From an optimization exercise on the open Yosys and OpenROAD flow, aimed at small area, a short achievable clock period and few clock cycles per item; shortcuts taken in it are not production practice.
Function was checked by simulation only, so behaviour that the tests miss may differ from the original.
Power and IR drop assume default switching activity.

<file path="flow/run.sh">
#!/bin/bash
# synth_recipe.tcl (not shown) runs the flow's synth.tcl, then flattens the netlist and writes it again
# the make line also repeats each setting of config.mk as NAME=value (left out here)
make -C /OpenROAD-flow-scripts/flow DESIGN_CONFIG=/design/flow/config.mk WORK_HOME=/design/flow/orfs CLKGATE_MAP_FILE= SYNTH_SCRIPT=/design/flow/synth_recipe.tcl finish
</file>
<file path="flow/config.mk">
export PLATFORM = sky130hd
export DESIGN_NAME = lvl_select
export DESIGN_NICKNAME = lvl_select
export VERILOG_FILES = /design/flow/design.v
export SDC_FILE = /design/flow/constraint.sdc
export NUM_CORES = 4
export LEC_CHECK = 0
export CAP_MARGIN = 20
export CORE_MARGIN = 2
export CORE_UTILIZATION = 30
export SLEW_MARGIN = 20
</file>
<file path="flow/constraint.sdc">
create_clock -name core_clock -period 18.0 [get_ports {clk}]
set_input_delay 3.6000 -clock core_clock [delete_from_list [all_inputs] [get_ports {clk}]]
set_output_delay 3.6000 -clock core_clock [all_outputs]
set_load 0.01 [all_outputs]
</file>
<file path="flow/design.v">
module lvl_select #(
    parameter NK = 16
) (
    input             clk,
    input             rst,
    output            ready,
    input             rpt_valid,
    input      [21:0] rpt_vcode,
    input             rpt_ins,
    input      [9:0]  rpt_idx,
    input      [15:0] cfg_hold,
    input             start,
    input             start_dir,
    input      [10:0] start_nreq,
    input      [10:0] start_h,
    input      [15:0] start_frac,
    input             start_fmt1,
    output reg        done,
    output reg [31:0] t_out,
    output reg        trim_v,
    output reg [9:0]  trim_out,
    output reg [15:0] frac_out,
    output reg [10:0] n_out,
    output reg [5:0]  k_out,
    output reg        surplus,
    output reg        short_flag
);
    localparam [21:0] KMAX   = 22'h3F_FFFE;
    localparam [31:0] NONE_T = 32'hFFFF_FFFF;
    localparam S_IDLE = 2'd0;
    localparam S_SET  = 2'd1;
    localparam S_SCAN = 2'd2;
    localparam S_FIN  = 2'd3;
    reg [1:0]  state;
    reg [5:0]  cnt;            
    reg [4:0]  cand;           
    reg [21:0] adj0 [0:NK-1];
    reg [21:0] adj1 [0:NK-1];
    reg [9:0]  idx  [0:NK-1];
    reg        dir;
    reg [10:0] nreq;
    reg [10:0] h;
    reg [15:0] frac;
    reg        fmt1;
    reg [10:0] n;
    reg        surplus_r;
    reg        short_k;
    reg        t_want;         
    reg [5:0]  t_rank;
    reg        tr_want;        
    reg [5:0]  tr_rank;
    reg [31:0] t_key;
    reg [9:0]  tr_idx;
    assign ready = (state == S_IDLE);
    function [21:0] adjusted;
        input [21:0] v;
        input        i;
        input        d;
        input [15:0] hb;
        reg   [22:0] s;
        begin
            if (!i)
                s = {1'b0, v};
            else if (!d)
                s = (v > {6'd0, hb}) ? ({1'b0, v} - {7'd0, hb}) : 23'd0;
            else
                s = {1'b0, v} + {7'd0, hb};
            adjusted = (s > {1'b0, KMAX}) ? KMAX : s[21:0];
        end
    endfunction
    function [31:0] key_of;
        input integer jj;
        begin
            key_of = dir ? {adj1[jj], idx[jj]} : {adj0[jj], idx[jj]};
        end
    endfunction
    wire [31:0] cand_key = dir ? {adj1[cand], idx[cand]} : {adj0[cand], idx[cand]};
    reg  [5:0]  cand_rank;
    integer j;
    always @(*) begin
        cand_rank = 6'd0;
        for (j = 0; j < NK; j = j + 1)
            if (j < cnt && key_of(j) < cand_key)
                cand_rank = cand_rank + 6'd1;
    end
    wire [10:0] nreq_c = (nreq > 11'd1024) ? 11'd1024 : nreq;
    wire        is_surplus = (nreq_c < h);
    wire [10:0] n0 = is_surplus ? 11'd0 : (nreq_c - h);
    wire        is_short = (n0 > {5'd0, cnt});
    wire [10:0] n_b = is_short ? {5'd0, cnt} : n0;
    wire [5:0]  n6 = n_b[5:0];
    always @(posedge clk) begin
        if (rst) begin
            state <= S_IDLE;
            cnt   <= 6'd0;
            cand  <= 5'd0;
            done  <= 1'b0;
        end else begin
            done <= 1'b0;
            case (state)
            S_IDLE: begin
                if (start) begin
                    dir   <= start_dir;
                    nreq  <= start_nreq;
                    h     <= start_h;
                    frac  <= start_frac;
                    fmt1  <= start_fmt1;
                    state <= S_SET;
                end else if (rpt_valid && cnt < NK) begin
                    adj0[cnt[4:0]] <= adjusted(rpt_vcode, rpt_ins, 1'b0, cfg_hold);
                    adj1[cnt[4:0]] <= adjusted(rpt_vcode, rpt_ins, 1'b1, cfg_hold);
                    idx[cnt[4:0]]  <= rpt_idx;
                    cnt <= cnt + 6'd1;
                end
            end
            S_SET: begin
                n         <= n_b;
                surplus_r <= is_surplus;
                short_k   <= is_short;
                if (!dir) begin
                    t_want  <= (n6 < cnt);
                    t_rank  <= n6;
                    tr_want <= (n6 < cnt);
                    tr_rank <= n6;
                end else begin
                    t_want  <= (n6 != 6'd0);
                    t_rank  <= cnt - n6;
                    tr_want <= (n6 < cnt);
                    tr_rank <= cnt - n6 - 6'd1;
                end
                cand  <= 5'd0;
                state <= (cnt == 6'd0) ? S_FIN : S_SCAN;
            end
            S_SCAN: begin
                if (t_want && cand_rank == t_rank)
                    t_key <= cand_key;
                if (tr_want && cand_rank == tr_rank)
                    tr_idx <= idx[cand];
                cand <= cand + 5'd1;
                if ({1'b0, cand} == cnt - 6'd1)
                    state <= S_FIN;
            end
            S_FIN: begin
                t_out    <= t_want ? t_key : NONE_T;
                trim_v   <= tr_want && (frac != 16'd0) && !fmt1;
                trim_out <= (tr_want && (frac != 16'd0) && !fmt1) ? tr_idx : 10'd0;
                frac_out <= (tr_want && (frac != 16'd0) && !fmt1) ? frac : 16'd0;
                n_out    <= n;
                k_out    <= cnt;
                surplus  <= surplus_r;
                short_flag <= short_k || ((frac != 16'd0) && !(tr_want && !fmt1));
                done  <= 1'b1;
                cnt   <= 6'd0;
                state <= S_IDLE;
            end
            endcase
        end
    end
endmodule
</file>
==> notes.md <==
-- final cells by class --
cell class | count | area share
Multi-Input combinational cell | 2742 | 0.391
Clock buffer | 139 | 0.0442
Antenna cell | 4 | 0.000143
Inverter | 144 | 0.00774
Sequential cell | 1069 | 0.458
Clock inverter | 78 | 0.0137
Tap cell | 2656 | 0.0476
Timing Repair Buffer | 277 | 0.0381
-- synthesized netlist by cell type (36+ instances only) --
master and n:
edfxtp_1 1051, ha_1 576, mux2_2 360, mux4_2 268, a21oi_1 207, inv_1 142
o21ai_0 137, nor2_1 133, clkbuf_1 113, nand2_1 113, a21o_1 86, nand4_1 79
nand2b_1 77, nor2b_1 62, xnor2_1 61, nand3_1 60, o21a_1 48, and2_1 41
nor3_1 41, mux2i_1 36
-- path summary, 6_finish.rpt --
path,end,slack (ns),cells past startpoint
max reg2reg,t_key[12],1.05,70
min reg2reg,n_out[8],0.42,0
min,n_out[8],0.42,0
max,t_key[12],1.05,70
-- worst max-delay path, delay by kind of cell, from the launching register on --
family                   cells  cell delay [ns]
AO/OA/AOI/OAI               21             4.52
adder cells (fa/ha/maj)     15             4.34
AND/OR/NAND/NOR             19             2.70
multiplexers                 6             1.92
buffers and inverters        7             1.56
flip-flops                   1             0.91
XOR/XNOR                     2             0.42
-- logic make-up after synthesis --
logic type | Yosys count | share of synthesized area
and+or+nand+nor | 708 | 0.0633
AOI/OAI and AO/OA | 674 | 0.0728
xor gates and xnor gates | 108 | 0.0180
adders and majority gates | 580 | 0.121
DFF | 1069 | 0.532
muxes | 667 | 0.175
other | 1 | 0.0000625
buffers and inverters | 286 | 0.0182
-- per-layer routing --
metal  part of all wire  routed length, um  track usage  vias up
met2               0.46              88800        0.296     1640
met1               0.43              84300        0.262    19631
met3              0.081              15600       0.0312      261
met4              0.026               5060       0.0506        8
met5            0.00025                 48            0        -
li1                   -                  -            -    16900
-- power by group through the flow --
stage / registers, mW / clock network, mW / logic [mW]
after detailed placement: 2.97 / 0 / 2.04
final: 2.91 / 2.54 / 2.07
after global placement: 2.97 / 0 / 2.02
after floorplan: 2.95 / 0 / 1.34
after CTS: 2.92 / 2.57 / 2.05
after global routing: 2.92 / 2.67 / 2.27
-- state kept, by name, summed over array words and instances, names as in the netlist, 2 cells and up, named ones only --
register  count
adj0        352
adj1        352
idx         160
t_key        32
t_out        32
frac         16
frac_out     16
h            11
n            11
n_out        11
nreq         11
tr_idx       10
trim_out     10
cnt           6
k_out         6
t_rank        6
tr_rank       6
cand          5
state         2
==> notes.md <==
- Vias per cell: approximately 5.4
- WP data required: around 18 ns
- Wirelength per Cell: around 27 um
- Setup repair bufs after CTS: 0
- Slowest CP cell: dfxtp_4
- Port bufs: between 150 and 200
- Clock power share: 0.337
- Initial DRC Count: 4194
- Vias in the first global route: around 38000
- CTS buffer count: 117
- Clock slew at reported path FFs: around 0.060 ns
- CP startpoint kind: register
- Non-Filler Instances: between 7000 and 8000
- Ys Warns: 1
- Die area: between 200000 and 250000 um2
- Post-synth EDFFs: around 1100
- FF+latch count, synth: roughly 1100
- First-pass GRT wire length: ~280000 um
- Gate power share: 0.275
- Overall Power: about 7.5 mW
- Critical Path Fanout Max: between 70 and 80
- Hold Crit Class: register to register
- Setup-violating endpoint count in the final report: 0
- Worst slew margin: 0.207
- Most common cell after layout, fill and taps aside: edfxtp_1
- Worst-case clock buffer depth: 3
- DRT Pass-1 Iters: 8
- Net Sw Frac: 0.309
- Design Area, Final: between 60000 and 70000 um2
- Hold_buf cts: 0
- Post-DP Area: 65700 um2
- Sequential power share: 0.387
- Mapped Avg Cell Area: around 15 um2
- Post-synthesis cell area: 60000 um2
- Min Clock Period, post-route: 16.95 ns
- Slowest cell delay on critical path: 0.91 ns
- Site row count: approximately 160
- Hold Fails Final Rpt: 0
- Pwr dens: approximately 110 nW/um2
- Total Wirelength: 194000 um
- Die Y: 451 um
- Int Power: 5.20 mW
- Worst skew pair latency: 0.77 ns
- Leading area contributor after synthesis: edfxtp_1
- Pleak: between 20 and 25 nW
- Root buffer cell: clkbuf_16
- Ys async rst share: 0
- Maximum clock rate: 59.0 MHz
- Initial antenna violation count: 9
- CTS tree: built
- Drt drc: 0
- Setup TNS: 0 ns
- Final Wtd Congestion: slightly above 0.9
- Switching pwr: 2.33 mW
- Htree depth: 3
- Layout area overhead: 16.3%
- Gr usage total: 0.186
- Dpl cells: between 6000 and 7000
- Crit path DAT: 17.32 ns
- Most frequent cells in the layout: edfxtp_1 (1051), ha_1 (576), mux2_2 (360)
- Max cap viols: 0
- Final Hold Slack: approximately 0.42 ns
- FILL cells: around 19000
- Min-delay src: n[8]
- Final worst path period share: 0.942
- Critical Path End Type: register
- Worst vdd ir: 88.6 uV
- Skew final: 0.0493 ns
- Multi-input logic area: ~27000 um2
- Max-slew violations: 0
- Initial Util: 0.301
- Critical path class: register to register
- Clk sinks: between 1000 and 1500
- Layout cells sized above 1: 0.227
- Main synth FF type: edfxtp_1
- Final worst slack: 1.05 ns
- Run status: complete, no violations
- Register area share after synthesis: 0.532
- Hpwl dp: between 100000 and 150000 um
- Pin count of the biggest net entering global routing: about 130
- Cell count after synthesis: approximately 4000
- Die width: around 450 um
- Final ANT Viol Nets: 0
- Via count: around 38000
- I/O pins: roughly 170
- Place WS: between 0.9 and 1 ns
- Grt ovf: 0
- FF+latch area: roughly 32000 um2
- Core ar.: about 200000 um2
- Slew @ Worst Pin: about 1.2 ns
- Post-CTS Resized: 0
- Synth cell types: 94
- Yosys top cell area share: 0.526
- Synth area leaders: edfxtp_1 (53%), ha_1 (12%), mux4_2 (10%), mux2_2 (6.8%), a21oi_1 (1.7%)
- Utilization after layout: 0.350
- Nets: 5024
- Cell mode on critical path: ha_1
- RSZ-0062 raised after global routing: no
Testbench counts, summed over its fixed seeds: cycles 34,786, decisions 1,200.

afterwards: timing with drivers on the ports:
In the flow no input, the clock included, has a driving cell. The finished layout below was timed again as built, in two steps. Step 1 sets driving cells, clkbuf_16 on the clock port and buf_2 on the other inputs (assumed; they add their load-dependent delay and slew). Step 2, shift: input delay + t, output delay - t, t = (earliest + latest rising clock arrival at the registers) / 2. This alone moves slack from input paths to output paths. Three values: ideal, step 1, step 2; two values: the first two.
shift t [ns]: 0.832
setup WS [ns]: 1.047 / 1.047 / 1.047
pins driven straight from the clock port: 1
After both steps setup and hold are still met in this run. The setup slack of this run moves by 0.000 ns with the drivers and by 0.000 ns with both steps.
